Background: an optimization exercise with open tools, aiming at small area, a short achievable clock period and few clock cycles per item. Do not read the settings as production practice. Where RTL was checked, it was by simulation tests only, not by an equivalence proof against the original. Function not checked in runs 2 to 7: the RTL went through the layout flow alone. Power is estimated from default activity; no workload was simulated.

$ cat run.sh
#!/bin/bash
# synth_recipe.tcl (not shown) runs the flow's synth.tcl, then flattens the netlist and writes it again
# the make line also repeats each setting of config.mk as NAME=value (left out here)
make -C /OpenROAD-flow-scripts/flow DESIGN_CONFIG=/design/flow/config.mk WORK_HOME=/design/flow/orfs CLKGATE_MAP_FILE= SYNTH_SCRIPT=/design/flow/synth_recipe.tcl finish
$ cat config.mk
export PLATFORM = sky130hd
export DESIGN_NAME = facet_tile
export DESIGN_NICKNAME = facet_tile
export VERILOG_FILES = /design/flow/design.v
export SDC_FILE = /design/flow/constraint.sdc
export NUM_CORES = 4
export LEC_CHECK = 0
export CAP_MARGIN = 20
export CORE_MARGIN = 2
export CORE_UTILIZATION = 50
export PLACE_DENSITY = 0.65
export SLEW_MARGIN = 20
$ cat constraint.sdc
create_clock -name core_clock -period 10.0 [get_ports {clk}]
set_input_delay 2.0000 -clock core_clock [delete_from_list [all_inputs] [get_ports {clk}]]
set_output_delay 2.0000 -clock core_clock [all_outputs]
set_load 0.01 [all_outputs]
$ cat design.v
module facet_tile (
    input  wire        clk,
    input  wire        rst,
    input  wire        start,
    input  wire [1:0]  cls,           
    input  wire [31:0] crc_in,        
    output wire        idle,
    input  wire        in_valid,
    input  wire [7:0]  in_data,
    output wire        in_ready,
    output reg         out_valid,
    output reg  [63:0] out_data,
    input  wire        out_ready,
    output reg         done,
    output wire [3:0]  done_cause,    
    output wire [7:0]  done_offset,   
    output wire [31:0] done_arg,      
    output wire [31:0] done_crc       
);
    localparam [3:0] P_HDR   = 4'd0,
                     P_U1    = 4'd1,
                     P_C1    = 4'd2,
                     P_E     = 4'd3,
                     P_B1    = 4'd4,
                     P_B2    = 4'd5,
                     P_BMAP  = 4'd6,
                     P_NLEN  = 4'd7,
                     P_NCOD  = 4'd8,
                     P_TRAIL = 4'd9;    
    reg         busy;
    reg         idle_r;       
    reg  [1:0]  cls_q;
    reg  [8:0]  idx;          
    reg  [3:0]  pst;          
    reg         fail;         
    reg  [3:0]  cause;
    reg  [7:0]  offset;
    reg  [31:0] arg;
    reg  [31:0] crc;
    reg  [10:0] p_last;       
    reg         rdy;
    reg         v0, v1;
    reg  [7:0]  h0, h1;
    reg         pend;
    reg  [9:0]  pend_l;
    reg  [7:0]  code_st;
    reg  [7:0]  len_st;       
    reg         bm;           
    reg         run_act;
    reg  [9:0]  run_l;        
    reg  [7:0]  run_code;     
    reg  [2:0]  q;            
    reg  [6:0]  bcnt;         
    reg         ofin;         
    assign idle        = idle_r;
    assign in_ready    = rdy;
    assign done_cause  = cause;
    assign done_offset = offset;
    assign done_arg    = arg;
    assign done_crc    = crc;
    function [31:0] crc64;
        input [31:0] c;
        input [63:0] d;
        reg [31:0] x;
        begin
            x = c ^ d[31:0];
            crc64[0] = ^(x & 32'h386F2C25) ^ ^(d[63:32] & 32'h1F91CAF6);
            crc64[1] = ^(x & 32'h70DE584B) ^ ^(d[63:32] & 32'h3F2395EC);
            crc64[2] = ^(x & 32'hE1BCB097) ^ ^(d[63:32] & 32'h7E472BD8);
            crc64[3] = ^(x & 32'hC379612E) ^ ^(d[63:32] & 32'hFC8E57B1);
            crc64[4] = ^(x & 32'hBE9DEE78) ^ ^(d[63:32] & 32'hE68D6595);
            crc64[5] = ^(x & 32'h4554F0D5) ^ ^(d[63:32] & 32'hD28B01DD);
            crc64[6] = ^(x & 32'hB2C6CD8E) ^ ^(d[63:32] & 32'hBA87C94C);
            crc64[7] = ^(x & 32'h5DE2B738) ^ ^(d[63:32] & 32'h6A9E586F);
            crc64[8] = ^(x & 32'hBBC56E71) ^ ^(d[63:32] & 32'hD53CB0DE);
            crc64[9] = ^(x & 32'h4FE5F0C6) ^ ^(d[63:32] & 32'hB5E8AB4B);
            crc64[10] = ^(x & 32'hA7A4CDA9) ^ ^(d[63:32] & 32'h74409C60);
            crc64[11] = ^(x & 32'h4F499B53) ^ ^(d[63:32] & 32'hE88138C1);
            crc64[12] = ^(x & 32'hA6FC1A83) ^ ^(d[63:32] & 32'hCE93BB74);
            crc64[13] = ^(x & 32'h75971923) ^ ^(d[63:32] & 32'h82B6BC1F);
            crc64[14] = ^(x & 32'hD3411E63) ^ ^(d[63:32] & 32'h1AFCB2C8);
            crc64[15] = ^(x & 32'hA6823CC6) ^ ^(d[63:32] & 32'h35F96591);
            crc64[16] = ^(x & 32'h4D04798C) ^ ^(d[63:32] & 32'h6BF2CB23);
            crc64[17] = ^(x & 32'h9A08F318) ^ ^(d[63:32] & 32'hD7E59646);
            crc64[18] = ^(x & 32'h0C7ECA15) ^ ^(d[63:32] & 32'hB05AE67B);
            crc64[19] = ^(x & 32'h2092B80F) ^ ^(d[63:32] & 32'h7F240600);
            crc64[20] = ^(x & 32'h4125701F) ^ ^(d[63:32] & 32'hFE480C00);
            crc64[21] = ^(x & 32'hBA25CC1B) ^ ^(d[63:32] & 32'hE301D2F6);
            crc64[22] = ^(x & 32'h4C24B412) ^ ^(d[63:32] & 32'hD9926F1B);
            crc64[23] = ^(x & 32'hA0264400) ^ ^(d[63:32] & 32'hACB514C0);
            crc64[24] = ^(x & 32'h7823A425) ^ ^(d[63:32] & 32'h46FBE377);
            crc64[25] = ^(x & 32'hF047484A) ^ ^(d[63:32] & 32'h8DF7C6EE);
            crc64[26] = ^(x & 32'hD8E1BCB0) ^ ^(d[63:32] & 32'h047E472B);
            crc64[27] = ^(x & 32'hB1C37961) ^ ^(d[63:32] & 32'h08FC8E57);
            crc64[28] = ^(x & 32'h6386F2C2) ^ ^(d[63:32] & 32'h11F91CAF);
            crc64[29] = ^(x & 32'hC70DE584) ^ ^(d[63:32] & 32'h23F2395E);
            crc64[30] = ^(x & 32'h8E1BCB09) ^ ^(d[63:32] & 32'h47E472BD);
            crc64[31] = ^(x & 32'h1C379612) ^ ^(d[63:32] & 32'h8FC8E57B);
        end
    endfunction
    wire [7:0] b = h0;
    wire [8:0] slen_m1 = (9'd256 >> cls_q) - 9'd1;
    wire wr_ok = !out_valid || out_ready;
    wire xfer  = out_valid && out_ready;
    wire       rn_can  = busy && !ofin && !bm && (run_act || pend);
    wire       rn_go   = rn_can && wr_ok;
    wire [9:0] f_l     = run_act ? run_l : pend_l;
    wire       f_on    = f_l[9:3] != bcnt;                    
    wire       f_beat  = f_on || (f_l[2:0] == 3'd7);          
    wire       pend_use = rn_go && !run_act;
    reg  [7:0] ln_plan, ln_sel;
    wire       bt_plan = bm ? (busy && pend) : (rn_can && f_beat);
    integer    k;
    always @(*)
        for (k = 0; k < 8; k = k + 1) begin
            ln_plan[k] = bm ? (busy && pend)
                            : (rn_can && k >= q && (f_on || k <= f_l[2:0]));
            ln_sel[k]  = bm ? pend_l[k] : !run_act;
        end
    wire ip_plain = busy && v0 && (pst != P_NLEN) && (pst != P_BMAP) &&
                    (pst != P_NCOD || !pend);
    wire nlen_go  = busy && v0 && (pst == P_NLEN) && (!pend || idx != slen_m1);
    wire ip_bm    = busy && v0 && (pst == P_BMAP) && !run_act;
    wire ip_acc   = ip_plain || nlen_go || ip_bm;
    wire bm_go    = busy && bm && pend && wr_ok;
    wire [10:0] n_last = p_last + {3'd0, len_st} + 11'd1;
    wire last_byte = (idx == slen_m1 + 9'd1) || (ip_acc && idx == slen_m1);
    wire og_fin    = ofin && wr_ok;
    wire push = in_valid && rdy;
    integer j;
    always @(posedge clk) begin
        if (ip_acc) begin
            h0 <= v1 ? h1 : in_data;
            v0 <= v1 || push;
            h1 <= in_data;
            v1 <= v1 && push;
            rdy <= 1'b1;
        end else begin
            if (!v0) h0 <= in_data;
            else if (!v1) h1 <= in_data;
            v0 <= v0 || push;
            v1 <= v1 || (v0 && push);
            rdy <= !(v1 || (v0 && push));
        end
        begin
            done <= 1'b0;
            if (xfer) begin
                out_valid <= 1'b0;
                crc <= crc64(crc, out_data);
            end
            for (j = 0; j < 8; j = j + 1)
                if (wr_ok && ln_plan[j])
                    out_data[8*j +: 8] <= ln_sel[j] ? code_st : run_code;
            if (wr_ok && bt_plan) begin
                out_valid <= 1'b1;
                bcnt <= bcnt + 7'd1;
                if (bcnt == 7'd127) ofin <= 1'b1;
            end
            if (rn_go) begin
                q <= f_beat ? 3'd0 : f_l[2:0] + 3'd1;
                if (pend_use) begin
                    pend     <= 1'b0;
                    run_code <= code_st;
                    run_l    <= pend_l;
                end
                run_act <= f_on;
            end
            if (bm_go) begin
                if (run_act) begin
                    pend_l[7:0] <= run_l[7:0];
                    run_act <= 1'b0;
                end else if (ip_bm)
                    pend_l[7:0] <= b;
                else
                    pend <= 1'b0;
            end else if (ip_bm) begin
                if (pend) begin
                    run_l[7:0] <= b;
                    run_act <= 1'b1;
                end else begin
                    pend_l[7:0] <= b;
                    pend <= 1'b1;
                end
            end
            if (ip_acc)
                idx <= idx + 9'd1;
            if (ip_bm && idx == 9'd130)
                pst <= P_TRAIL;
            if (nlen_go) begin
                if (idx == slen_m1) begin
                    fail <= 1'b1; cause <= 4'd6; offset <= idx[7:0];
                    pend <= 1'b1; pend_l <= 10'd1023; code_st <= 8'd0;
                    pst <= P_TRAIL;
                end else begin
                    len_st <= b;
                    pst <= P_NCOD;
                end
            end
            if (ip_plain) begin
                case (pst)
                    P_HDR: begin
                        if (b[4:0] != 5'd0) begin
                            fail <= 1'b1; cause <= 4'd4;
                            pend <= 1'b1; pend_l <= 10'd1023; code_st <= 8'd0;
                            pst <= P_TRAIL;
                        end else case (b[7:5])
                            3'd0: pst <= P_U1;
                            3'd1: begin cause <= 4'd14; pst <= P_C1; end
                            3'd7: begin cause <= 4'd15; pst <= P_E;
                                        pend <= 1'b1; pend_l <= 10'd1023; code_st <= 8'd0; end
                            3'd2: if (cls_q != 2'd0) begin
                                      fail <= 1'b1; cause <= 4'd7;
                                      pend <= 1'b1; pend_l <= 10'd1023; code_st <= 8'd0;
                                      pst <= P_TRAIL;
                                  end else begin
                                      bm  <= 1'b1;
                                      pst <= P_B1;
                                  end
                            3'd3: pst <= P_NLEN;
                            default: begin
                                fail <= 1'b1; cause <= 4'd3;
                                pend <= 1'b1; pend_l <= 10'd1023; code_st <= 8'd0;
                                pst <= P_TRAIL;
                            end
                        endcase
                    end
                    P_U1: begin
                        pend <= 1'b1; pend_l <= 10'd1023; code_st <= b;
                        pst <= P_TRAIL;
                    end
                    P_C1: begin
                        arg[7:0] <= b;
                        pend <= 1'b1; pend_l <= 10'd1023; code_st <= 8'd0;
                        pst <= P_TRAIL;
                    end
                    P_E: begin
                        case (idx[2:0])
                            3'd1:    arg[7:0]   <= b;
                            3'd2:    arg[15:8]  <= b;
                            3'd3:    arg[23:16] <= b;
                            default: arg[31:24] <= b;
                        endcase
                        if (idx[2:0] == 3'd4) pst <= P_TRAIL;
                    end
                    P_B1: begin run_code <= b; pst <= P_B2; end
                    P_B2: begin code_st  <= b; pst <= P_BMAP; end
                    P_NCOD: begin
                        if (n_last[10]) begin
                            fail <= 1'b1; cause <= 4'd6; offset <= idx[7:0] - 8'd1;
                            pend <= 1'b1; pend_l <= 10'd1023; code_st <= 8'd0;
                            pst <= P_TRAIL;
                        end else begin
                            pend <= 1'b1; pend_l <= n_last[9:0]; code_st <= b;
                            p_last <= n_last;
                            pst <= (n_last[9:0] == 10'd1023) ? P_TRAIL : P_NLEN;
                        end
                    end
                    default: if (!fail && b != 8'd0) begin    
                        fail <= 1'b1; cause <= 4'd4; offset <= idx[7:0]; arg <= 32'd0;
                    end
                endcase
            end
            if (busy && last_byte && og_fin) begin
                done   <= 1'b1;
                busy   <= 1'b0;
                idle_r <= 1'b1;
            end
            if (!busy) begin
                busy     <= start;
                idle_r   <= !start;
                cls_q    <= cls;
                crc      <= crc_in;
                idx      <= 9'd0;
                pst      <= P_HDR;
                fail     <= 1'b0;
                cause    <= 4'd0;
                offset   <= 8'd0;
                arg      <= 32'd0;
                p_last   <= 11'h7FF;
                pend     <= 1'b0;
                run_act  <= 1'b0;
                bm       <= 1'b0;
                q        <= 3'd0;
                bcnt     <= 7'd0;
                ofin     <= 1'b0;
            end
        end
        if (rst) begin
            busy      <= 1'b0;
            idle_r    <= 1'b1;
            out_valid <= 1'b0;
            done      <= 1'b0;
            v0        <= 1'b0;
            v1        <= 1'b0;
            rdy       <= 1'b1;
        end
    end
endmodule
==> results.toml, run 1 <==
[die]
die_y_um = 188
dieArea_sq_um = 35300
core-area_sq_um = 33400
start_util_pct = 50.6
num_io_pins = 191
die_width_um = 188
rows = 67

[timing]
worst_pin_slew_ns = 1.05
relSlewSlack_pct = 29.3
max_freq_mhz = 244
fin_skew_ns = 0.0236
min_period_ns = 4.11
setup-violations-final = 0
final_max_slew_viol_count = 0
fin_crit_sh_pct = 41.1
fin_tns_setup_ns = 0
holdWs_ns = 0.476
rsz0062_at_grt = "no"
finalHoldViolCount = 0

[power_and_ir_drop]
internal_power_w = 0.00466
p_leak_nw = 6.98
switchingPower_w = 0.00373
swShare_pct = 44.4
pwr-share-clk_pct = 12.4
vdd_drop_max_mv = 0.362
powerDensity_nw_per_um2 = 420
seqPwrFrac_pct = 17.9
pwr-share-comb_pct = 69.7

[critical_path]
critPathKind = "reg -> out"
end_kind = "primary output"
ff2ff_path_depth = 9
critPathLaunchType = "flop"
path_buf_inv = 1
cp_top_family = "flip-flops"
cp_slowest_cell = "edfxtp_1"
cp_cell_sequence = "clkdlybuf4s50_1"
critical_path.max_fanout = 9
critPathArrivalTime_ns = 2.11
cp.required_ns = 8.00
max_stage_delay_ns = 0.85
worst-path-stages = 1

[yosys]
yosys_warnings = 1
yosys.area.top_type_share_pct = 22.0
synth_cell_types = 71
async_flop_share_pct = 0
yosysMostFrequentCell = "xnor2_1"
yosys-top-cells-count = "xnor2_1 (379), nor2_1 (144), dfxtp_1 (124), edfxtp_1 (124), a21oi_1 (95)"
synth_enable_flop_cells = 124
yosysTopAreaCell = "edfxtp_1"
syn-cell-area_sq_um = 16900
synthCells = 1673
avgSynthCellArea_sq_um = 10.1
ys_seq_area_share_pct = 36.7
synth_fp_nets = 1740
ys_ff_latch = 248
synth_ff_type = "edfxtp_1"
ys_top_cells_by_area = "edfxtp_1 (22%), xnor2_1 (20%), dfxtp_1 (15%), mux2_2 (6.3%), xor2_1 (4.8%)"

[cts]
tritoncts = "done"
post-cts-setup-buffer-count = 0
ctsResizeCount = 0
cts_buffer_depth = 3
cts-buffers-inserted = 29
clock_latency_ns = 0.59
root_buffer = "clkbuf_16"
cts.clk_slew.worst_paths_ns = 0.06
cts.sinks = 248
cts_hold_buf = 0
cts_max_level = 1

[global_route]
grt-ovfl-total = 0
grt_pass1_vias = 12800
antenna_found_initial = 0
grt_max_degree = 67
grt_pass1_wl_um = 82700
grt_use_total_pct = 31.2

[run_status]
status = "finished clean"

[min_path]
hp-class = "reg -> reg"
min_path_cells = 2

[route]
ant_nets = 0
dr_total_vias = 12900
drt-initial-drc-count = 1147
wirelength_um = 55700
viasPerCell = 5.66
wl_per_cell_um = 24.4
firstDrtPassIters = 5
route.detailed.drc = 0

[placed_design]
port_buffers = 190
hpwl_um = 42800
routabilityCongestion = 1.01

[final_layout]
antenna_cells = 0
drive_above_1_share_pct = 12.2
final_nets = 1879
syn_to_final_growth_pct = 18.3
fillerInstances = 2907

[job]
drv_cap = 0
==> registers in the layout, summed over array words and instances (netlist names), 9 cells and up <==
register and cells:
arg 32, pend_l 10, crc 32, idx 9, p_last 11, run_l 10
out_data 64
==> cell type report <==
class | instances | area [sq um] | area share (%)
Multi-Input combinational cell | 1312 | 10300 | 51.2
Sequential cell | 248 | 6210 | 31.0
Timing Repair Buffer | 197 | 1950 | 9.77
Clock buffer | 44 | 863 | 4.31
Tap cell | 448 | 561 | 2.80
Inverter | 24 | 90.1 | 0.450
Clock inverter | 10 | 81.3 | 0.406
==> worst paths after layout <==
| kind | startpoint | endpoint | slack (ns) |
|---|---|---|---|
| setup / recovery | out_data[41] | out_data[41] | 5.89 |
| hold / removal | p_last[3] | p_last[3] | 0.48 |
| setup reg to reg | busy | h0[3] | 6.33 |
| hold reg to reg | p_last[3] | p_last[3] | 0.48 |
==> per-layer routing <==
metal  GRT usage [%]  part of all wire [%]  vias up
met5               0                     0        -
li1                -                     -     6038
met4            15.4                   5.5        0
met3            5.05                   6.0      143
met1            37.3                    40     6218
met2            54.3                    49      513
==> power groups by stage <==
stage / registers, W / clock network (W) / logic (W)
after global placement: 0.00152 / 0 / 0.00581
final: 0.00150 / 0.00104 / 0.00586
after global routing: 0.00151 / 0.00109 / 0.00620
after CTS: 0.00150 / 0.00106 / 0.00586
after detailed placement: 0.00152 / 0 / 0.00583
after floorplan: 0.00146 / 0 / 0.00436
==> cell families after synthesis <==
family | synth area share, %
AO/OA/AOI/OAI | 9.03
XOR/XNOR | 30.7
adder cells (fa/ha/maj) | 1.52
buffers and inverters | 2.73
flip-flops | 36.7
multiplexers | 9.48
AND/OR/NAND/NOR | 9.85
==> metrics by stage <==
stage | power, W | utilization, % | instance area [sq um] | instances | setup slack (ns)
global route | 0.00881 | 59.8 | 20000 | 2283 | 5.87
global placement | 0.00733 | 57.0 | 19100 | 2229 | 5.86
floorplan | 0.00583 | - | 16900 | 1673 | 6.65
detailed placement | 0.00735 | 57.0 | 19100 | 2229 | 5.82
CTS | 0.00841 | 59.8 | 20000 | 2283 | 5.91
finish | 0.00840 | 59.8 | 20000 | 2283 | 5.89
==> tightest hold or removal path, cell delays in order (launching register included) <==
cell and delay, ns:
dfxtp_1 0.31, nand2_1 0.05, nand3_1 0.06
==> cells in the final DEF, fill, tap and decap left out, types with 21 or more instances in the layout <==
cell type / count
o21ai_0: 41
nand3_1: 30
xnor2_2: 41
a21oi_1: 94
xor2_1: 92
nand2_1: 86
mux2i_1: 53
xnor2_1: 379
nor2_1: 144
dfxtp_1: 123
o22ai_1: 26
mux2_2: 94
edfxtp_1: 124
nor3_1: 21
clkdlybuf4s50_1: 190
clkbuf_16: 30
inv_1: 23
Testbench counts, summed over its fixed seeds: cycles 528,443, tiles 1,920.
==> run 2, diff against run 1 <==
--- a/design.v
+++ b/design.v
@@ -37,7 +37,7 @@
     reg  [7:0]  offset;
     reg  [31:0] arg;
     reg  [31:0] crc;
-    reg  [10:0] p_last;       
+    reg         n_first;      
     reg         rdy;
     reg         v0, v1;
     reg  [7:0]  h0, h1;
@@ -123,7 +123,8 @@
     wire ip_bm    = busy && v0 && (pst == P_BMAP) && !run_act;
     wire ip_acc   = ip_plain || nlen_go || ip_bm;
     wire bm_go    = busy && bm && pend && wr_ok;
-    wire [10:0] n_last = p_last + {3'd0, len_st} + 11'd1;
+    wire [10:0] n_last = n_first ? {3'd0, len_st}
+                                 : {1'b0, run_l} + {3'd0, len_st} + 11'd1;
     wire last_byte = (idx == slen_m1 + 9'd1) || (ip_acc && idx == slen_m1);
     wire og_fin    = ofin && wr_ok;
     wire push = in_valid && rdy;
@@ -251,7 +252,7 @@
                             pst <= P_TRAIL;
                         end else begin
                             pend <= 1'b1; pend_l <= n_last[9:0]; code_st <= b;
-                            p_last <= n_last;
+                            n_first <= 1'b0;
                             pst <= (n_last[9:0] == 10'd1023) ? P_TRAIL : P_NLEN;
                         end
                     end
@@ -276,7 +277,7 @@
                 cause    <= 4'd0;
                 offset   <= 8'd0;
                 arg      <= 32'd0;
-                p_last   <= 11'h7FF;
+                n_first  <= 1'b1;
                 pend     <= 1'b0;
                 run_act  <= 1'b0;
                 bm       <= 1'b0;
--- a/config.mk
+++ b/config.mk
@@ -7,6 +7,6 @@
 export LEC_CHECK = 0
 export CAP_MARGIN = 20
 export CORE_MARGIN = 2
-export CORE_UTILIZATION = 50
-export PLACE_DENSITY = 0.65
+export CORE_UTILIZATION = 40
+export PLACE_DENSITY = 0.6
 export SLEW_MARGIN = 20
==> run 2 against run 1 <==
Compared with the run above: still clean on timing, DRC and antenna; clock power about the same; clock skew up 0.017 ns; sequential cell count down 10; cell count up 4.0%.
==> results.toml, run 2 <==
[global_route]
grt_use_total_pct = 26.3
grt-ovfl-total = 0
grt_pass1_wl_um = 86800
antenna_found_initial = 1
grt_max_degree = 63
grt_pass1_vias = 12900

[die]
die_y_um = 211
dieArea_sq_um = 44600
core-area_sq_um = 42100
rows = 75
die_width_um = 211
num_io_pins = 191
start_util_pct = 40.7

[final_layout]
layout_commonest_cell = "xnor2_1"
final_nets = 1880
syn_to_final_growth_pct = 18.4
largest-register = "out_data"
final_cell_mix = "xnor2_1 (385), clkdlybuf4s50_1 (190), edfxtp_1 (124)"
drive_above_1_share_pct = 12.3
reg.largest.list = "out_data: 64 flops, arg: 32 flops, crc: 32 flops"
largest_reg_flops = 64

[route]
drt-initial-drc-count = 1042
route.detailed.drc = 0
dr_total_vias = 13000
wirelength_um = 59000
ant_nets = 0
viasPerCell = 5.46
wl_per_cell_um = 24.8
firstDrtPassIters = 5

[yosys]
yosys_warnings = 1
synth_cell_types = 80
yosysMostFrequentCell = "xnor2_1"
syn-cell-area_sq_um = 17200
ys_ff_latch = 238
ys_seq_area_share_pct = 35.0
async_flop_share_pct = 0
yosys-top-cells-count = "xnor2_1 (385), edfxtp_1 (124), nor2_1 (121), dfxtp_1 (114), a21oi_1 (96)"
avgSynthCellArea_sq_um = 10.2
ys_top_cells_by_area = "edfxtp_1 (22%), xnor2_1 (20%), dfxtp_1 (13%), mux2_2 (5.6%), xor2_1 (3.8%)"
synth_fp_nets = 1752
yosysTopAreaCell = "edfxtp_1"
synth_ff_type = "edfxtp_1"
synthCells = 1685
synth_enable_flop_cells = 124
yosys.area.top_type_share_pct = 21.7

[timing]
min_period_ns = 4.05
final_max_slew_viol_count = 0
fin_skew_ns = 0.0406
worst_slack_ns = 5.95
setup-violations-final = 0
fin_crit_sh_pct = 40.5
fin_tns_setup_ns = 0
relSlewSlack_pct = 25.9
rsz0062_at_grt = "no"
max_freq_mhz = 247
finalHoldViolCount = 0
holdWs_ns = 0.461
worst_pin_slew_ns = 1.11

[critical_path]
critPathLaunchType = "flop"
critPathKind = "reg -> out"
end_kind = "primary output"
path_buf_inv = 1
max_stage_delay_ns = 0.81
cp_slowest_cell = "edfxtp_1"
cp_top_family = "flip-flops"
critPathArrivalTime_ns = 2.05
critical_path.max_fanout = 7
cp_cell_sequence = "clkdlybuf4s50_1"
cp.required_ns = 8.00

[power_and_ir_drop]
vdd_drop_max_mv = 0.369
p_leak_nw = 7.13
powerDensity_nw_per_um2 = 438

[run_status]
status = "finished clean"

[cts]
cts_hold_buf = 0
clock_latency_ns = 0.59
cts.clk_slew.worst_paths_ns = 0.07
cts_max_level = 1
cts.sinks = 238
post-cts-setup-buffer-count = 0
root_buffer = "clkbuf_16"
cts-buffers-inserted = 28
ctsResizeCount = 0
tritoncts = "done"
cts_buffer_depth = 3

[placed_design]
routabilityCongestion = 1.02
hpwl_um = 45200
port_buffers = 190
place_ws_ns = 5.80

[min_path]
hp-class = "reg -> reg"

[job]
drv_cap = 0
## run 2: cell types whose count changed in the layout (fill, tap and decap cells not counted), moves of 7 or more
| cell | previous run | this run |
|---|---|---|
| and3_1 | 4 | 16 |
| mux2_1 | 0 | 12 |
| clkinv_2 | 2 | 11 |
| o21ai_1 | 3 | 15 |
| nor3_1 | 21 | 30 |
| xnor2_4 | 4 | 12 |
| mux2_2 | 94 | 85 |
| a22o_1 | 9 | 16 |
| dfxtp_1 | 123 | 113 |
| xor2_1 | 92 | 75 |
| nor2_1 | 144 | 120 |
| o22ai_1 | 26 | 18 |
## run 2: path summary, 6_finish.rpt
check | endpoint | slack (ns) | cells past startpoint | startpoint
worst max-delay path | out_data[42] | 5.95 | 1 | out_data[42]
worst min-delay path | arg[7] | 0.46 | 2 | arg[7]
worst max register to register | bcnt[0] | 6.15 | 10 | run_act
worst min register to register | arg[7] | 0.46 | 2 | arg[7]
## run 2: final cells by class
type | instances | area (sq um)
antenna | 1 | 2.50
clock buffer | 34 | 733
clock inverter | 18 | 201
fill | 3911 | 21800
inverter | 26 | 97.6
multi-input combinational | 1323 | 10700
sequential | 238 | 6010
tap | 539 | 674
timing repair buffer | 196 | 1950
## run 2: per-layer routing
metal / share of wire (%) / routed length, um / global-route usage, % / vias up
li1: - / - / - / 6073
met2: 50 / 29400 / 46.6 / 468
met3: 4.8 / 2850 / 3.24 / 126
met4: 4.7 / 2740 / 11.1 / 2
met1: 41 / 24000 / 32.2 / 6295
met5: 0.020 / 12 / 0 / -
## run 2: through the flow
step	total power, W	cell area, sq um	util (%)	instances
2_1_floorplan	0.00598	17200	-	1685
3_3_place_gp	0.00779	19400	46.0	2322
3_5_place_dp	0.00779	19400	46.0	2322
4_1_cts	0.00889	20300	48.2	2374
5_1_grt	0.00934	20300	48.2	2374
6_report	0.00890	20300	48.2	2375
## run 2: kinds of logic (layout without fill, tap and decap cells)
group                      Yosys count  after routing  synth area share [%]
buffers and inverters              124            274                  2.95
and+or+nand+nor                    363            363                  10.4
AOI/OAI and AO/OA                  256            256                  9.27
other                                0              1                     0
adders and majority gates           20             20                  1.50
xor gates and xnor gates           528            528                  31.0
DFF                                238            238                  35.0
muxes                              156            156                  9.81
## run 2: power breakdown
part	internal, W	switching (W)
clock network	0.000605	0.000444
registers	0.00127	0.000252
logic	0.00287	0.00346
==> run 3, diff against run 2 <==
--- a/design.v
+++ b/design.v
@@ -44,7 +44,7 @@
     reg         pend;
     reg  [9:0]  pend_l;
     reg  [7:0]  code_st;
-    reg  [7:0]  len_st;       
+    reg  [10:0] n_last;       
     reg         bm;           
     reg         run_act;
     reg  [9:0]  run_l;        
@@ -123,8 +123,9 @@
     wire ip_bm    = busy && v0 && (pst == P_BMAP) && !run_act;
     wire ip_acc   = ip_plain || nlen_go || ip_bm;
     wire bm_go    = busy && bm && pend && wr_ok;
-    wire [10:0] n_last = n_first ? {3'd0, len_st}
-                                 : {1'b0, run_l} + {3'd0, len_st} + 11'd1;
+    wire [9:0]  p_last = pend ? pend_l : run_l;
+    wire [10:0] n_next = n_first ? {3'd0, b}
+                                 : {1'b0, p_last} + {3'd0, b} + 11'd1;
     wire last_byte = (idx == slen_m1 + 9'd1) || (ip_acc && idx == slen_m1);
     wire og_fin    = ofin && wr_ok;
     wire push = in_valid && rdy;
@@ -193,7 +194,7 @@
                     pend <= 1'b1; pend_l <= 10'd1023; code_st <= 8'd0;
                     pst <= P_TRAIL;
                 end else begin
-                    len_st <= b;
+                    n_last <= n_next;
                     pst <= P_NCOD;
                 end
             end
==> run 3 against run 2 <==
Compared with the run above: global-route usage decreased by 0.24 points; wire length shrank 1.0%; die area shrank 1.4%; critical path type unchanged; count of clock-buffer cells in the layout unchanged; combinational power decreased by 6.6%; critical path depth stayed put; sequential power down 6%; area after synthesis is 1.4% lower; clock skew is 0.026 ns lower; non-clock buffer count up 10; highest routed layer is now met4; clock power grew 8%.
==> results.toml, run 3 <==
[final_layout]
layout_commonest_cell = "xnor2_1"
largest_reg_flops = 64
antenna_cells = 0
final_cell_area_sq_um = 20300
reg.largest.list = "out_data: 64 flops, arg: 32 flops, crc: 32 flops"
drive_above_1_share_pct = 11.2
syn_to_final_growth_pct = 19.9
largest-register = "out_data"
final_nets = 1920
final_cell_mix = "xnor2_1 (409), clkdlybuf4s50_1 (190), edfxtp_1 (127)"
fillerInstances = 3935

[yosys]
yosysTopAreaCell = "edfxtp_1"
yosys-top-cells-count = "xnor2_1 (409), edfxtp_1 (127), nor2_1 (125), dfxtp_1 (114), xor2_1 (107)"
yosys_warnings = 1
synth_enable_flop_cells = 127
ys_top_cells_by_area = "edfxtp_1 (23%), xnor2_1 (21%), dfxtp_1 (13%), mux2_2 (6.8%), xor2_1 (5.5%)"
syn-cell-area_sq_um = 16900
synthCells = 1712
synth_fp_nets = 1779
ys_seq_area_share_pct = 36.0
ys_ff_latch = 241
async_flop_share_pct = 0
avgSynthCellArea_sq_um = 9.88
yosysMostFrequentCell = "xnor2_1"
yosys.area.top_type_share_pct = 22.5
synth_cell_types = 65
synth_ff_type = "edfxtp_1"

[timing]
rsz0062_at_grt = "no"
fin_tns_setup_ns = 0
relSlewSlack_pct = 27.5
final_max_slew_viol_count = 0
fin_skew_ns = 0.0149
max_freq_mhz = 242
finalHoldViolCount = 0
fin_crit_sh_pct = 41.4
setup-violations-final = 0
worst_pin_slew_ns = 1.08
min_period_ns = 4.14

[critical_path]
ff2ff_path_depth = 7
max_stage_delay_ns = 0.88
worst-path-stages = 1
cp_top_family = "flip-flops"
reg2reg_setup_slack_ns = 6.44
r2r_end = "out_data[13]"
cp.required_ns = 8.00
cp_slowest_cell = "edfxtp_1"
end_kind = "primary output"
critPathKind = "reg -> out"
timing.rr.start = "run_act"
critPathLaunchType = "flop"
critical_path.max_fanout = 9
endpoint = "out_data[41]"
critPathArrivalTime_ns = 2.14
critPathLaunch = "out_data[41]"
cp_cell_sequence = "clkdlybuf4s50_1"
path_buf_inv = 1

[die]
num_io_pins = 191
start_util_pct = 40.4
die_width_um = 210
rows = 75
dieArea_sq_um = 44000
die_y_um = 210
core-area_sq_um = 41900

[cts]
cts_buffer_depth = 3
post-cts-setup-buffer-count = 0
root_buffer = "clkbuf_16"
cts.sinks = 241
cts.clk_slew.worst_paths_ns = 0.07
tritoncts = "done"
cts_max_level = 1
clock_latency_ns = 0.57
cts_hold_buf = 0
ctsResizeCount = 0
cts-buffers-inserted = 29

[power_and_ir_drop]
p_leak_nw = 7.12
pwr-share-clk_pct = 13.3
seqPwrFrac_pct = 17.0
internal_power_w = 0.00466
pwr-share-comb_pct = 69.7
powerDensity_nw_per_um2 = 418
switchingPower_w = 0.00381
vdd_drop_max_mv = 0.346
swShare_pct = 45.0

[global_route]
grt_use_total_pct = 26.1
grt_max_degree = 67
grt_pass1_vias = 13000
antenna_found_initial = 0
grt_pass1_wl_um = 85900
grt-ovfl-total = 0

[placed_design]
port_buffers = 190
hpwl_um = 44700
routabilityCongestion = 1.01
dpl_cell_area_sq_um = 19200

[route]
viasPerCell = 5.55
route.detailed.drc = 0
drt-initial-drc-count = 1220
ant_nets = 0
wirelength_um = 58400
firstDrtPassIters = 5
dr_total_vias = 13400
wl_per_cell_um = 24.2

[run_status]
status = "finished clean"

[job]
drv_cap = 0

[min_path]
hp-class = "reg -> reg"
[run 3: worst min path at each step]
stage,from,to,slack [ns],cells past startpoint
6_report,arg[15],arg[15],0.50,2
5_1_grt,cause[0],cause[0],0.54,2
4_1_cts,arg[16],arg[16],0.50,2
3_5_place_dp,arg[28],arg[28],0.49,2
3_3_place_gp,arg[8],arg[8],0.48,2
2_1_floorplan,pend_l[9],run_l[9],0.45,0
[run 3: power groups by stage]
stage	clock [W]	sequential (W)	combinational (W)
6_report	0.00113	0.00144	0.00590
2_1_floorplan	0	0.00141	0.00431
5_1_grt	0.00119	0.00145	0.00624
3_5_place_dp	0	0.00146	0.00583
4_1_cts	0.00115	0.00144	0.00586
3_3_place_gp	0	0.00145	0.00582
[run 3: layout make-up]
class	count	area (sq um)	area share, %
Clock buffer	34	796	3.92
Clock inverter	20	236	1.17
Inverter	24	90.1	0.444
Multi-Input combinational cell	1351	10400	51.1
Sequential cell	241	6100	30.1
Tap cell	539	674	3.33
Timing Repair Buffer	206	2020	9.97
[run 3: logic make-up (layout without fill, tap and decap cells)]
group	Yosys count	after routing	share of synthesized area (%)
adder cells (fa/ha/maj)	20	20	1.52
AO/OA/AOI/OAI	275	275	9.72
multiplexers	169	169	10.8
XOR/XNOR	546	546	29.8
AND/OR/NAND/NOR	341	341	9.39
flip-flops	241	241	36.0
buffers and inverters	120	284	2.77
[run 3: per-stage QoR]
step	total power [W]	setup WS, ns	util, %	cells	hold WS [ns]
global placement	0.00728	5.56	46.0	2361	0.478
floorplan	0.00572	6.78	-	1712	0.446
finish	0.00847	5.86	48.5	2415	0.497
CTS	0.00845	5.86	48.5	2415	0.505
global route	0.00888	5.86	48.5	2415	0.537
detailed placement	0.00728	5.55	46.0	2361	0.489
[run 3: layer usage]
layer | up-vias | global-route usage, % | part of all wire (%)
li1 | 6192 | - | -
met1 | 6526 | 35.7 | 44
met2 | 549 | 41.5 | 45
met3 | 136 | 3.85 | 6.4
met4 | 0 | 10.5 | 4.5
met5 | - | 0 | 0
==> run 4, diff against run 3 <==
--- a/design.v
+++ b/design.v
@@ -37,6 +37,7 @@
     reg  [7:0]  offset;
     reg  [31:0] arg;
     reg  [31:0] crc;
+    reg  [31:0] hi_n;         
     reg         n_first;      
     reg         rdy;
     reg         v0, v1;
@@ -148,11 +149,14 @@
             done <= 1'b0;
             if (xfer) begin
                 out_valid <= 1'b0;
-                crc <= crc64(crc, out_data);
+                crc <= crc64(crc, {~hi_n, out_data[31:0]});
             end
             for (j = 0; j < 8; j = j + 1)
                 if (wr_ok && ln_plan[j])
                     out_data[8*j +: 8] <= ln_sel[j] ? code_st : run_code;
+            for (j = 4; j < 8; j = j + 1)
+                if (wr_ok && ln_plan[j])
+                    hi_n[8*j-32 +: 8] <= ~(ln_sel[j] ? code_st : run_code);
             if (wr_ok && bt_plan) begin
                 out_valid <= 1'b1;
                 bcnt <= bcnt + 7'd1;
==> run 4 against run 3 <==
Compared with the run above: sequential cell count increased by 32; register-to-register slack got worse by 0.09 ns; core utilization decreased by 0.66 points; worst setup slack improved by 0.35 ns; sequential power increased by 11%; highest routed layer is now met5; first-iteration DRC count increased by 9.7%.
==> results.toml, run 4 <==
[yosys]
synth_ff_type = "edfxtp_1"
yosysMostFrequentCell = "xnor2_1"
yosys.area.top_type_share_pct = 26.2
ys_seq_area_share_pct = 38.7
synth_fp_nets = 1885
yosys-top-cells-count = "xnor2_1 (413), edfxtp_1 (159), nor2_1 (150), dfxtp_1 (114), a21oi_1 (103)"
ys_top_cells_by_area = "edfxtp_1 (26%), xnor2_1 (20%), dfxtp_1 (13%), mux2_2 (5.6%), xor2_1 (4.0%)"
avgSynthCellArea_sq_um = 10.0
async_flop_share_pct = 0
syn-cell-area_sq_um = 18200
yosys_warnings = 1
yosysTopAreaCell = "edfxtp_1"
synthCells = 1818
synth_cell_types = 72
synth_enable_flop_cells = 159
ys_ff_latch = 273

[critical_path]
max_stage_delay_ns = 0.62
cp_slowest_cell = "clkdlybuf4s50_1"
critPathKind = "reg -> out"
critical_path.max_fanout = 2
cp_cell_sequence = "clkdlybuf4s50_1"
cp_top_family = "buffers and inverters"
end_kind = "primary output"
critPathArrivalTime_ns = 1.79
path_buf_inv = 1
critPathLaunchType = "flop"
cp.required_ns = 8.00

[power_and_ir_drop]
vdd_drop_max_mv = 0.590
p_leak_nw = 7.27
powerDensity_nw_per_um2 = 405

[min_path]
hp-class = "reg -> reg"

[run_status]
status = "finished clean"

[final_layout]
drive_above_1_share_pct = 10.4
layout_commonest_cell = "xnor2_1"
largest_reg_flops = 64
final_util_pct = 47.8
final_cell_mix = "xnor2_1 (412), clkdlybuf4s50_1 (190), edfxtp_1 (159)"
syn_to_final_growth_pct = 18.4
fillerInstances = 4192
largest-register = "out_data"
final_nets = 2011
antenna_cells = 0

[global_route]
grt_pass1_wl_um = 89400
grt-ovfl-total = 0
grt_use_total_pct = 25.5
grt_pass1_vias = 13500
antenna_found_initial = 1
grt_max_degree = 80

[cts]
tritoncts = "done"
clock_latency_ns = 0.61
cts_hold_buf = 0
post-cts-setup-buffer-count = 0
cts_max_level = 1
root_buffer = "clkbuf_16"
cts-buffers-inserted = 30
cts_buffer_depth = 3
cts.sinks = 273
cts.clk_slew.worst_paths_ns = 0.06
ctsResizeCount = 0

[die]
rows = 78
start_util_pct = 40.4
dieArea_sq_um = 47300
die_width_um = 218
die_y_um = 218
core-area_sq_um = 45200
num_io_pins = 191

[route]
firstDrtPassIters = 5
route.detailed.drc = 0
drt-initial-drc-count = 1338
wirelength_um = 61600
dr_total_vias = 13900
ant_nets = 0
wl_per_cell_um = 24.0
viasPerCell = 5.41

[timing]
rsz0062_at_grt = "no"
final_max_slew_viol_count = 0
fin_crit_sh_pct = 37.9
setup-violations-final = 0
min_period_ns = 3.79
finalHoldViolCount = 0
worst_pin_slew_ns = 1.05
fin_tns_setup_ns = 0
fin_skew_ns = 0.0349
max_freq_mhz = 264
relSlewSlack_pct = 29.5

[placed_design]
routabilityCongestion = 0.990
hpwl_um = 47600
port_buffers = 190

[job]
drv_cap = 0
==> run 4: cell type report <==
type                    instances  area, sq um  area share (%)
multi-input cells            1377        10500            48.7
clock inverters                12          136           0.632
inverters                      56          210           0.973
repair buffers                206         2020            9.36
flip-flops and latches        273         7060            32.7
clock buffers                  43          895            4.14
well taps                     600          751            3.48
==> run 4: routing by layer <==
metal / track usage [%] / wire, um / up-vias
li1: - / - / 6444
met1: 33.1 / 25700 / 6813
met2: 44.6 / 30300 / 537
met3: 3.11 / 3730 / 99
met4: 7.26 / 1890 / 2
met5: 0 / 13 / -
==> run 4: where the power goes <==
part	switching (W)	leakage, nW	internal, W	total [W]
Clock	0.000482	0.500	0.000675	0.00116
Sequential	0.000202	2.39	0.00140	0.00160
Combinational	0.00328	4.38	0.00271	0.00599
Total	0.00396	7.27	0.00479	0.00875
==> run 4: cell families after synthesis <==
group / share of synthesized area [%]
AOI/OAI and AO/OA: 10.1
xor gates and xnor gates: 28.2
adders and majority gates: 1.41
buffers and inverters: 3.78
DFF: 38.7
muxes: 8.96
and+or+nand+nor: 8.85
==> run 4: final timing paths <==
| check | startpoint | to | slack [ns] | cells after the start |
|---|---|---|---|---|
| worst min register to register | busy | n_first | 0.48 | 1 |
| worst max-delay path | out_data[4] | out_data[4] | 6.21 | 1 |
| worst max register to register | pst[3] | h1[3] | 6.35 | 7 |
| worst min-delay path | busy | n_first | 0.48 | 1 |
==> run 4: metrics by stage <==
step	hold slack [ns]	power, W	std cells	cell area, sq um	setup slack [ns]
after floorplan	0.446	0.00584	1818	18200	6.38
after global placement	0.462	0.00755	2511	20500	5.72
after detailed placement	0.456	0.00756	2512	20500	5.79
after CTS	0.483	0.00875	2567	21600	6.21
after global routing	0.496	0.00913	2567	21600	6.03
final	0.479	0.00875	2567	21600	6.21
==> run 5, diff against run 4 <==
--- a/config.mk
+++ b/config.mk
@@ -7,6 +7,6 @@
 export LEC_CHECK = 0
 export CAP_MARGIN = 20
 export CORE_MARGIN = 2
-export CORE_UTILIZATION = 40
-export PLACE_DENSITY = 0.6
+export CORE_UTILIZATION = 30
+export PLACE_DENSITY = 0.5
 export SLEW_MARGIN = 20
==> run 5 against run 4 <==
Compared with the run above: core utilization fell by 11 points; maximum frequency rose by 0.24%; highest routed layer is now met4; non-clock buffer count fell by 1; final area rose by 1.4%; global-route usage fell by 5.7 points; count of clock-buffer cells in the layout rose by 2; cell count rose by 7.4%; still clean on timing, DRC and antenna; register-to-register slack got worse by 0.11 ns.
==> results.toml, run 5 <==
[power_and_ir_drop]
powerDensity_nw_per_um2 = 404
vdd_drop_max_mv = 0.344
p_leak_nw = 7.33
p_total_w = 0.00884

[timing]
fin_skew_ns = 0.0392
worst_slack_ns = 6.22
final_max_slew_viol_count = 0
finalHoldViolCount = 0
relSlewSlack_pct = 29.8
holdWs_ns = 0.492
worst_pin_slew_ns = 1.04
fin_tns_setup_ns = 0
max_freq_mhz = 264
min_period_ns = 3.78
rsz0062_at_grt = "no"
fin_crit_sh_pct = 37.8
setup-violations-final = 0

[critical_path]
critPathArrivalTime_ns = 4.18
critical_path.max_fanout = 11
timing.rr.start = "pst[3]"
r2r_end = "h0[3]"
endpoint = "pend_l[7]"
ff2ff_path_depth = 6
critPathKind = "in -> reg"
critPathLaunchType = "input pin"
reg2reg_setup_slack_ns = 6.24
cp.required_ns = 10.40
critPathLaunch = "out_ready"
end_kind = "flop"

[die]
dieArea_sq_um = 62800
core-area_sq_um = 60200
num_io_pins = 191
rows = 90
die_y_um = 251
start_util_pct = 30.3
die_width_um = 251

[final_layout]
syn_to_final_growth_pct = 20.0
largest-register = "out_data"
largest_reg_flops = 64
final_cell_area_sq_um = 21900
antenna_cells = 0
fillerInstances = 6054
final_nets = 2015
final_cell_mix = "xnor2_1 (413), clkdlybuf4s50_1 (190), edfxtp_1 (159)"
layout_commonest_cell = "xnor2_1"
drive_above_1_share_pct = 10.8

[cts]
cts_max_level = 2
tritoncts = "done"
cts.clk_slew.worst_paths_ns = 0.06
cts.sinks = 273
cts-buffers-inserted = 35
ctsResizeCount = 0
cts_buffer_depth = 3
root_buffer = "clkbuf_16"
post-cts-setup-buffer-count = 0
cts_hold_buf = 0
clock_latency_ns = 0.56

[yosys]
yosys_warnings = 1
synth_cell_types = 72
ys_seq_area_share_pct = 38.7
yosysTopAreaCell = "edfxtp_1"
ys_ff_latch = 273
yosysMostFrequentCell = "xnor2_1"
syn-cell-area_sq_um = 18200
synth_fp_nets = 1885
avgSynthCellArea_sq_um = 10.0
async_flop_share_pct = 0
synthCells = 1818
synth_ff_type = "edfxtp_1"
yosys.area.top_type_share_pct = 26.2
yosys-top-cells-count = "xnor2_1 (413), edfxtp_1 (159), nor2_1 (150), dfxtp_1 (114), a21oi_1 (103)"
ys_top_cells_by_area = "edfxtp_1 (26%), xnor2_1 (20%), dfxtp_1 (13%), mux2_2 (5.6%), xor2_1 (4.0%)"
synth_enable_flop_cells = 159

[global_route]
grt-ovfl-total = 0
grt_max_degree = 74
grt_use_total_pct = 19.8
grt_pass1_wl_um = 93200
antenna_found_initial = 0
grt_pass1_vias = 13700

[run_status]
status = "finished clean"

[placed_design]
hpwl_um = 48800
dpl_cell_area_sq_um = 20800
routabilityCongestion = 0.973
port_buffers = 190
place_ws_ns = 5.68

[route]
wl_per_cell_um = 22.9
dr_total_vias = 13700
firstDrtPassIters = 5
viasPerCell = 4.97
route.detailed.drc = 0
ant_nets = 0
drt-initial-drc-count = 1172
wirelength_um = 63100

[min_path]
hp-class = "reg -> reg"

[job]
drv_cap = 0
[run 5: cell counts after synthesis]
Identical to the previous run, type by type.
[run 5: through the flow]
stage | utilization (%) | std cells
finish | 36.3 | 2756
global route | 36.3 | 2756
detailed placement | 34.5 | 2693
global placement | 34.5 | 2693
CTS | 36.3 | 2756
floorplan | - | 1818
[run 5: cell families (layout without fill, tap and decap cells)]
logic type / after synthesis / count (layout) / synth area share (%)
AOI/OAI and AO/OA: 303 / 303 / 10.1
xor gates and xnor gates: 541 / 541 / 28.2
adders and majority gates: 20 / 20 / 1.41
buffers and inverters: 168 / 324 / 3.78
DFF: 273 / 273 / 38.7
muxes: 152 / 152 / 8.96
and+or+nand+nor: 361 / 361 / 8.85
[run 5: layout make-up]
cell class                      count  area, sq um  share of cell area [%]
Multi-Input combinational cell   1377        10500                    48.0
Sequential cell                   273         7060                    32.2
Timing Repair Buffer              205         2010                    9.20
Tap cell                          782          978                    4.47
Clock buffer                       45          976                    4.46
Inverter                           56          210                   0.960
Clock inverter                     18          143                   0.652
[run 5: metal layers]
metal  track usage (%)  routed length, um  vias up
met3              2.58               2970      110
met1              25.4              26800     6705
met2              34.4              31300      420
met5                 0                  0        -
li1                  -                  -     6453
met4              6.66               1960        0
[run 5: worst min path at each step]
stage / to / startpoint / cells after the start / slack (ns)
after floorplan: run_l[9] / pend_l[9] / 0 / 0.45
after global routing: arg[20] / arg[20] / 2 / 0.52
after detailed placement: run_l[9] / pend_l[9] / 0 / 0.48
after CTS: arg[11] / arg[11] / 2 / 0.50
after global placement: run_l[9] / pend_l[9] / 0 / 0.48
final: arg[20] / arg[20] / 2 / 0.49
[run 5: report_power, final]
group          internal (W)  leakage [nW]  switching [W]
combinational       0.00271          4.38        0.00329
clock              0.000722         0.557       0.000519
sequential          0.00140          2.39       0.000197
total               0.00483          7.33        0.00401
[run 5: worst max-delay path, stage by stage]
cell and delay, ns:
clkdlybuf4s50_1 0.44, nor2b_1 0.47, nor2_1 0.36, a21boi_0 0.44
nor2b_1 0.08, a2111oi_0 0.26, o21ai_0 0.12
==> run 6, diff against run 5 <==
--- a/config.mk
+++ b/config.mk
@@ -7,6 +7,6 @@
 export LEC_CHECK = 0
 export CAP_MARGIN = 20
 export CORE_MARGIN = 2
-export CORE_UTILIZATION = 30
-export PLACE_DENSITY = 0.5
+export CORE_UTILIZATION = 60
+export PLACE_DENSITY = 0.8
 export SLEW_MARGIN = 20
==> run 6 against run 5 <==
Compared with the run above: clock skew down 0.026 ns; core utilization increased by 35 points; highest routed layer unchanged; die area shrank 49%; largest power group unchanged.
==> results.toml, run 6 <==
[critical_path]
max_stage_delay_ns = 0.67
critical_path.max_fanout = 11
timing.rr.start = "pend"
cp.required_ns = 10.45
r2r_end = "n_last[8]"
ff2ff_path_depth = 12
critPathKind = "in -> reg"
reg2reg_setup_slack_ns = 6.28
cp_slowest_cell = "nor2_1"
end_kind = "flop"
cp_cell_sequence = "clkdlybuf4s50_1 > nor2b_1 > nor2_1 > a21boi_0 > o221a_2 > o21ai_0 > nand2_1"
critPathLaunchType = "input pin"
critPathArrivalTime_ns = 4.24

[yosys]
synth_enable_flop_cells = 159
synth_cell_types = 72
ys_ff_latch = 273
synth_ff_type = "edfxtp_1"
synthCells = 1818
ys_seq_area_share_pct = 38.7
yosys.area.top_type_share_pct = 26.2
ys_top_cells_by_area = "edfxtp_1 (26%), xnor2_1 (20%), dfxtp_1 (13%), mux2_2 (5.6%), xor2_1 (4.0%)"
synth_fp_nets = 1885
yosys_warnings = 1
yosysMostFrequentCell = "xnor2_1"
avgSynthCellArea_sq_um = 10.0
yosysTopAreaCell = "edfxtp_1"
yosys-top-cells-count = "xnor2_1 (413), edfxtp_1 (159), nor2_1 (150), dfxtp_1 (114), a21oi_1 (103)"
syn-cell-area_sq_um = 18200
async_flop_share_pct = 0

[die]
die_y_um = 178
dieArea_sq_um = 31800
die_width_um = 178
num_io_pins = 191
start_util_pct = 61.2
core-area_sq_um = 29800
rows = 63

[timing]
worst_pin_slew_ns = 1.12
fin_tns_setup_ns = 0
worst_slack_ns = 6.22
finalHoldViolCount = 0
fin_crit_sh_pct = 37.8
setup-violations-final = 0
fin_skew_ns = 0.0132
holdWs_ns = 0.498
max_freq_mhz = 264
min_period_ns = 3.78
relSlewSlack_pct = 24.8
rsz0062_at_grt = "no"
final_max_slew_viol_count = 0

[min_path]
whs_endpoint = "arg[25]"
hp-class = "reg -> reg"
min_path_cells = 2
worstHoldStart = "arg[25]"

[cts]
ctsResizeCount = 0
root_buffer = "clkbuf_16"
cts_buffer_depth = 3
cts_hold_buf = 0
cts-buffers-inserted = 30
post-cts-setup-buffer-count = 0
clock_latency_ns = 0.56
cts.sinks = 273
cts_max_level = 1
cts.clk_slew.worst_paths_ns = 0.06
tritoncts = "done"

[route]
wl_met1_um = 22100
wl_per_cell_um = 25.8
route.detailed.drc = 0
firstDrtPassIters = 5
maxUsedRoutingLayer = "met4"
viasPerCell = 6.06
drt-initial-drc-count = 1262
dr_total_vias = 14300
wirelength_um = 60800
ant_nets = 0
dr_wl_met2_um = 29700
wl_met3_um = 4730

[global_route]
grt_pass1_vias = 14100
grt-ovfl-total = 0
antenna_found_initial = 0
grt_pass1_wl_um = 88900
grt_max_degree = 66
grt_use_total_pct = 38.2

[final_layout]
final_cell_mix = "xnor2_1 (413), clkdlybuf4s50_1 (190), edfxtp_1 (159)"
instances_no_fill = 2360
largest_reg_flops = 64
antenna_cells = 0
syn_to_final_growth_pct = 16.7
drive_above_1_share_pct = 10.8
layout_commonest_cell = "xnor2_1"
final_nets = 2013
largest-register = "out_data"

[placed_design]
placed_cells = 2303
place_ws_ns = 5.55
hpwl_um = 46700
routabilityCongestion = 1.03
port_buffers = 190

[power_and_ir_drop]
p_leak_nw = 7.27
powerDensity_nw_per_um2 = 412
p_total_w = 0.00877
vdd_drop_max_mv = 0.334

[job]
drv_cap = 0

[run_status]
status = "finished clean"
==> run 6: worst max path at each step <==
stage,start,to,cells after the start
global placement,out_ready,out_data[48],4
floorplan,out_ready,bcnt[3],4
global route,out_ready,run_l[2],6
finish,out_ready,pend_l[5],7
CTS,out_ready,out_data[48],4
detailed placement,out_ready,out_data[48],4
==> run 6: area by class of cell <==
cell class              count  area (sq um)
clock buffers              46           907
clock inverters            10          87.6
fillers                  2245          8500
inverters                  56           210
multi-input cells        1377         10500
flip-flops and latches    273          7060
well taps                 390           488
repair buffers            208          2040
==> run 6: power breakdown <==
part / switching, W / total [W] / internal, W
combinational: 0.00335 / 0.00606 / 0.00271
sequential: 0.000198 / 0.00160 / 0.00140
clock: 0.000464 / 0.00111 / 0.000650
total: 0.00401 / 0.00877 / 0.00476
==> run 6: worst max-delay path: cells and delay by family <==
kind	cells	cell delay, ns
AND/OR/NAND/NOR	3	0.89
AO/OA/AOI/OAI	3	0.80
buffers and inverters	1	0.54
==> run 6: logic make-up (layout without fill, tap and decap cells) <==
group	after synthesis	in the layout	synth area share, %
DFF	273	273	38.7
muxes	152	152	8.96
adders and majority gates	20	20	1.41
buffers and inverters	168	320	3.78
and+or+nand+nor	361	361	8.85
AOI/OAI and AO/OA	303	303	10.1
xor gates and xnor gates	541	541	28.2
==> run 6: through the flow <==
| stage | util, % | cell area [sq um] |
|---|---|---|
| after CTS | 71.4 | 21300 |
| after floorplan | - | 18200 |
| after global routing | 71.5 | 21300 |
| after detailed placement | 68.1 | 20300 |
| after global placement | 68.1 | 20300 |
| final | 71.5 | 21300 |
==> run 6: layer usage <==
| metal | up-vias | GRT usage (%) |
|---|---|---|
| met4 | 0 | 22.6 |
| li1 | 6469 | - |
| met1 | 6824 | 44.7 |
| met2 | 794 | 66.4 |
| met5 | - | 0 |
| met3 | 219 | 5.71 |
==> run 7, diff against run 6 <==
--- a/design.v
+++ b/design.v
@@ -37,15 +37,14 @@
     reg  [7:0]  offset;
     reg  [31:0] arg;
     reg  [31:0] crc;
-    reg  [31:0] hi_n;         
-    reg         n_first;      
+    reg  [10:0] p_last;       
     reg         rdy;
     reg         v0, v1;
     reg  [7:0]  h0, h1;
     reg         pend;
     reg  [9:0]  pend_l;
     reg  [7:0]  code_st;
-    reg  [10:0] n_last;       
+    reg  [7:0]  len_st;       
     reg         bm;           
     reg         run_act;
     reg  [9:0]  run_l;        
@@ -107,16 +106,20 @@
     wire       rn_go   = rn_can && wr_ok;
     wire [9:0] f_l     = run_act ? run_l : pend_l;
     wire       f_on    = f_l[9:3] != bcnt;                    
-    wire       f_beat  = f_on || (f_l[2:0] == 3'd7);          
-    wire       pend_use = rn_go && !run_act;
+    wire       b_on    = run_act && pend && !f_on && (run_l[2:0] != 3'd7);
+    wire       p_on    = pend_l[9:3] != bcnt;                 
+    wire [2:0] l_end   = b_on ? pend_l[2:0] : f_l[2:0];       
+    wire       f_beat  = (b_on ? p_on : f_on) || (l_end == 3'd7);    
+    wire       pend_use = rn_go && (!run_act || b_on);
     reg  [7:0] ln_plan, ln_sel;
     wire       bt_plan = bm ? (busy && pend) : (rn_can && f_beat);
     integer    k;
     always @(*)
         for (k = 0; k < 8; k = k + 1) begin
             ln_plan[k] = bm ? (busy && pend)
-                            : (rn_can && k >= q && (f_on || k <= f_l[2:0]));
-            ln_sel[k]  = bm ? pend_l[k] : !run_act;
+                            : (rn_can && k >= q && (f_on || k <= f_l[2:0] ||
+                                                    (b_on && (p_on || k <= pend_l[2:0]))));
+            ln_sel[k]  = bm ? pend_l[k] : (!run_act || (!f_on && k > f_l[2:0]));
         end
     wire ip_plain = busy && v0 && (pst != P_NLEN) && (pst != P_BMAP) &&
                     (pst != P_NCOD || !pend);
@@ -124,9 +127,7 @@
     wire ip_bm    = busy && v0 && (pst == P_BMAP) && !run_act;
     wire ip_acc   = ip_plain || nlen_go || ip_bm;
     wire bm_go    = busy && bm && pend && wr_ok;
-    wire [9:0]  p_last = pend ? pend_l : run_l;
-    wire [10:0] n_next = n_first ? {3'd0, b}
-                                 : {1'b0, p_last} + {3'd0, b} + 11'd1;
+    wire [10:0] n_last = p_last + {3'd0, len_st} + 11'd1;
     wire last_byte = (idx == slen_m1 + 9'd1) || (ip_acc && idx == slen_m1);
     wire og_fin    = ofin && wr_ok;
     wire push = in_valid && rdy;
@@ -149,27 +150,24 @@
             done <= 1'b0;
             if (xfer) begin
                 out_valid <= 1'b0;
-                crc <= crc64(crc, {~hi_n, out_data[31:0]});
+                crc <= crc64(crc, out_data);
             end
             for (j = 0; j < 8; j = j + 1)
                 if (wr_ok && ln_plan[j])
                     out_data[8*j +: 8] <= ln_sel[j] ? code_st : run_code;
-            for (j = 4; j < 8; j = j + 1)
-                if (wr_ok && ln_plan[j])
-                    hi_n[8*j-32 +: 8] <= ~(ln_sel[j] ? code_st : run_code);
             if (wr_ok && bt_plan) begin
                 out_valid <= 1'b1;
                 bcnt <= bcnt + 7'd1;
                 if (bcnt == 7'd127) ofin <= 1'b1;
             end
             if (rn_go) begin
-                q <= f_beat ? 3'd0 : f_l[2:0] + 3'd1;
+                q <= f_beat ? 3'd0 : l_end + 3'd1;
                 if (pend_use) begin
                     pend     <= 1'b0;
                     run_code <= code_st;
                     run_l    <= pend_l;
                 end
-                run_act <= f_on;
+                run_act <= b_on ? p_on : f_on;
             end
             if (bm_go) begin
                 if (run_act) begin
@@ -198,7 +196,7 @@
                     pend <= 1'b1; pend_l <= 10'd1023; code_st <= 8'd0;
                     pst <= P_TRAIL;
                 end else begin
-                    n_last <= n_next;
+                    len_st <= b;
                     pst <= P_NCOD;
                 end
             end
@@ -257,7 +255,7 @@
                             pst <= P_TRAIL;
                         end else begin
                             pend <= 1'b1; pend_l <= n_last[9:0]; code_st <= b;
-                            n_first <= 1'b0;
+                            p_last <= n_last;
                             pst <= (n_last[9:0] == 10'd1023) ? P_TRAIL : P_NLEN;
                         end
                     end
@@ -282,7 +280,7 @@
                 cause    <= 4'd0;
                 offset   <= 8'd0;
                 arg      <= 32'd0;
-                n_first  <= 1'b1;
+                p_last   <= 11'h7FF;
                 pend     <= 1'b0;
                 run_act  <= 1'b0;
                 bm       <= 1'b0;
--- a/config.mk
+++ b/config.mk
@@ -7,6 +7,6 @@
 export LEC_CHECK = 0
 export CAP_MARGIN = 20
 export CORE_MARGIN = 2
-export CORE_UTILIZATION = 60
-export PLACE_DENSITY = 0.8
+export CORE_UTILIZATION = 40
+export PLACE_DENSITY = 0.6
 export SLEW_MARGIN = 20
==> run 7 against run 6 <==
Compared with the run above: combinational power shrank 4.1%; hold slack lost 0.025 ns; cell count grew 6.8%.
==> results.toml, run 7 <==
[run_status]
status = "finished clean"

[final_layout]
largest_reg_flops = 64
layout_commonest_cell = "xnor2_1"
largest-register = "out_data"
drive_above_1_share_pct = 11.0
final_nets = 1981
syn_to_final_growth_pct = 18.4
final_util_pct = 47.9
final_cell_mix = "xnor2_1 (410), clkdlybuf4s50_1 (190), nor2_1 (165)"
antenna_cells = 0
reg.largest.list = "out_data: 64 flops, arg: 32 flops, crc: 32 flops"

[global_route]
grt-ovfl-total = 0
grt_max_degree = 72
grt_pass1_wl_um = 89000
grt_pass1_vias = 13500
grt_use_total_pct = 26.6
antenna_found_initial = 0

[critical_path]
ff2ff_path_depth = 10
critPathLaunch = "out_data[55]"
cp_slowest_cell = "edfxtp_1"
worst-path-stages = 1
timing.rr.start = "busy"
cp_cell_sequence = "clkdlybuf4s50_1"
cp.required_ns = 8.00
end_kind = "primary output"
max_stage_delay_ns = 0.87
r2r_end = "cause[2]"
endpoint = "out_data[55]"
critical_path.max_fanout = 7
critPathLaunchType = "flop"
reg2reg_setup_slack_ns = 6.15
critPathArrivalTime_ns = 2.12
path_buf_inv = 1
cp_top_family = "flip-flops"
critPathKind = "reg -> out"

[power_and_ir_drop]
pwr-share-clk_pct = 11.9
switchingPower_w = 0.00372
powerDensity_nw_per_um2 = 401
p_leak_nw = 7.23
swShare_pct = 44.9
vdd_drop_max_mv = 0.350
internal_power_w = 0.00456
seqPwrFrac_pct = 18.0
pwr-share-comb_pct = 70.1

[die]
num_io_pins = 191
dieArea_sq_um = 45300
die_width_um = 213
rows = 76
die_y_um = 213
core-area_sq_um = 43100
start_util_pct = 40.5

[timing]
setup-violations-final = 0
fin_crit_sh_pct = 41.2
worst_pin_slew_ns = 1.01
relSlewSlack_pct = 32.3
rsz0062_at_grt = "no"
min_period_ns = 4.12
max_freq_mhz = 243
fin_skew_ns = 0.0248
finalHoldViolCount = 0
final_max_slew_viol_count = 0
fin_tns_setup_ns = 0

[job]
drv_cap = 0

[cts]
ctsResizeCount = 0
clock_latency_ns = 0.58
cts_max_level = 1
cts_buffer_depth = 3
cts.sinks = 248
cts-buffers-inserted = 28
root_buffer = "clkbuf_16"
cts.clk_slew.worst_paths_ns = 0.06
cts_hold_buf = 0
post-cts-setup-buffer-count = 0
tritoncts = "done"

[placed_design]
port_buffers = 190
hpwl_um = 46800
routabilityCongestion = 0.991

[route]
wl_per_cell_um = 23.9
wirelength_um = 60200
dr_total_vias = 13500
viasPerCell = 5.35
route.detailed.drc = 0
firstDrtPassIters = 5
drt-initial-drc-count = 957
ant_nets = 0

[yosys]
synth_cell_types = 84
async_flop_share_pct = 0
yosys.area.top_type_share_pct = 21.4
synth_fp_nets = 1843
synth_ff_type = "edfxtp_1"
avgSynthCellArea_sq_um = 9.81
yosysTopAreaCell = "edfxtp_1"
yosysMostFrequentCell = "xnor2_1"
ys_seq_area_share_pct = 35.6
ys_ff_latch = 248
synthCells = 1778
yosys-top-cells-count = "xnor2_1 (410), nor2_1 (165), dfxtp_1 (124), edfxtp_1 (124), nand2_1 (109)"
synth_enable_flop_cells = 124
ys_top_cells_by_area = "edfxtp_1 (21%), xnor2_1 (21%), dfxtp_1 (14%), mux2_2 (5.7%), xor2_1 (4.8%)"
syn-cell-area_sq_um = 17400
yosys_warnings = 1

[min_path]
hp-class = "reg -> reg"
-- run 7: cell count changes after synthesis, moves of 14 or more --
cell / before / now
inv_1: 55 / 25
nor2_1: 150 / 165
o21ai_0: 83 / 45
buf_2: 32 / 18
edfxtp_1: 159 / 124
nand2_1: 94 / 109
-- run 7: logic make-up (layout without fill, tap and decap cells) --
kind of cell,Yosys count,count (layout),share of synthesized area (%)
flip-flops,248,248,35.6
adder cells (fa/ha/maj),18,18,1.33
multiplexers,152,152,9.62
AND/OR/NAND/NOR,412,412,10.7
AO/OA/AOI/OAI,279,279,10.2
XOR/XNOR,547,547,29.7
buffers and inverters,122,280,2.80
-- run 7: metal layers --
metal	track usage [%]	up-vias	wire length, um
met4	11.7	0	2880
met3	3.49	124	3390
li1	-	6373	-
met1	33.5	6477	24700
met2	45.7	516	29200
met5	0	-	0
-- run 7: per-stage QoR --
step / area (sq um) / worst slack [ns] / power (W) / hold slack (ns) / instances
detailed placement: 19800 / 5.69 / 0.00732 / 0.463 / 2471
finish: 20600 / 5.88 / 0.00828 / 0.473 / 2521
global route: 20600 / 5.86 / 0.00873 / 0.509 / 2521
global placement: 19800 / 5.83 / 0.00731 / 0.464 / 2471
floorplan: 17400 / 6.58 / 0.00572 / 0.424 / 1778
CTS: 20600 / 5.87 / 0.00834 / 0.474 / 2521
-- run 7: worst min path at each step --
stage                    from   endpoint  slack (ns)  depth (start not counted)
floorplan               h0[1]  len_st[1]        0.42                          0
global placement    p_last[6]  p_last[6]        0.46                          2
detailed placement   cause[0]   cause[0]        0.46                          2
CTS                  cause[0]   cause[0]        0.47                          2
global route         cause[0]   cause[0]        0.51                          2
finish               cause[0]   cause[0]        0.47                          2
-- run 7: final cells by class --
class / count / area (sq um)
clock buffer: 36 / 761
clock inverter: 14 / 109
sequential: 248 / 6210
inverter: 27 / 101
multi-input combinational: 1408 / 10700
tap: 585 / 732
fill: 4090 / 22400
timing repair buffer: 203 / 2000
-- run 7: power groups by stage --
| stage | combinational [W] | clock, W | sequential [W] |
|---|---|---|---|
| after floorplan | 0.00426 | 0 | 0.00146 |
| after global placement | 0.00579 | 0 | 0.00151 |
| after detailed placement | 0.00581 | 0 | 0.00151 |
| after CTS | 0.00584 | 0.00101 | 0.00149 |
| after global routing | 0.00617 | 0.00105 | 0.00151 |
| final | 0.00581 | 0.000983 | 0.00149 |

[what the ideal ports hide]
No port has a modelled driver above. Below, the same layouts with a new extraction and two added sets of constraints.
Step 1 (the two cells are an assumption about what drives the block):
set clk [get_ports {clk}]
set_driving_cell -lib_cell sky130_fd_sc_hd__clkbuf_16 $clk
set_driving_cell -lib_cell sky130_fd_sc_hd__buf_2 [delete_from_list [all_inputs] $clk]
Step 2 moves the port delays by t, midway between the first and last clock arrival at a register: inputs arrive t later, outputs are due t later. That takes back most of the time a late clock gives input paths.
Slacks: no drivers / after step 1 / after step 2; pairs: no drivers / after step 1.
run	t (ns)	setup slack, ns	worst setup path after step 2	slew at the worst register clock pin (ns)
run 1	0.626	5.893 / 5.843 / 5.777	input to register	0.06 / 0.06
run 2	0.624	5.950 / 5.896 / 5.663	input to register	0.07 / 0.07
run 3	0.621	5.862 / 5.807 / 5.456	input to register	0.07 / 0.07
run 4	0.643	6.208 / 6.153 / 5.633	input to register	0.08 / 0.08
run 5	0.593	6.217 / 6.214 / 5.622	input to register	0.07 / 0.07
run 6	0.611	6.216 / 6.173 / 5.636	input to register	0.07 / 0.07
run 7	0.623	5.882 / 5.829 / 5.716	input to register	0.07 / 0.07
After both steps setup and hold are still met in every run listed. For run 5, which loses most, drivers alone change the setup slack by -0.003 ns; drivers and shift together by -0.595 ns.
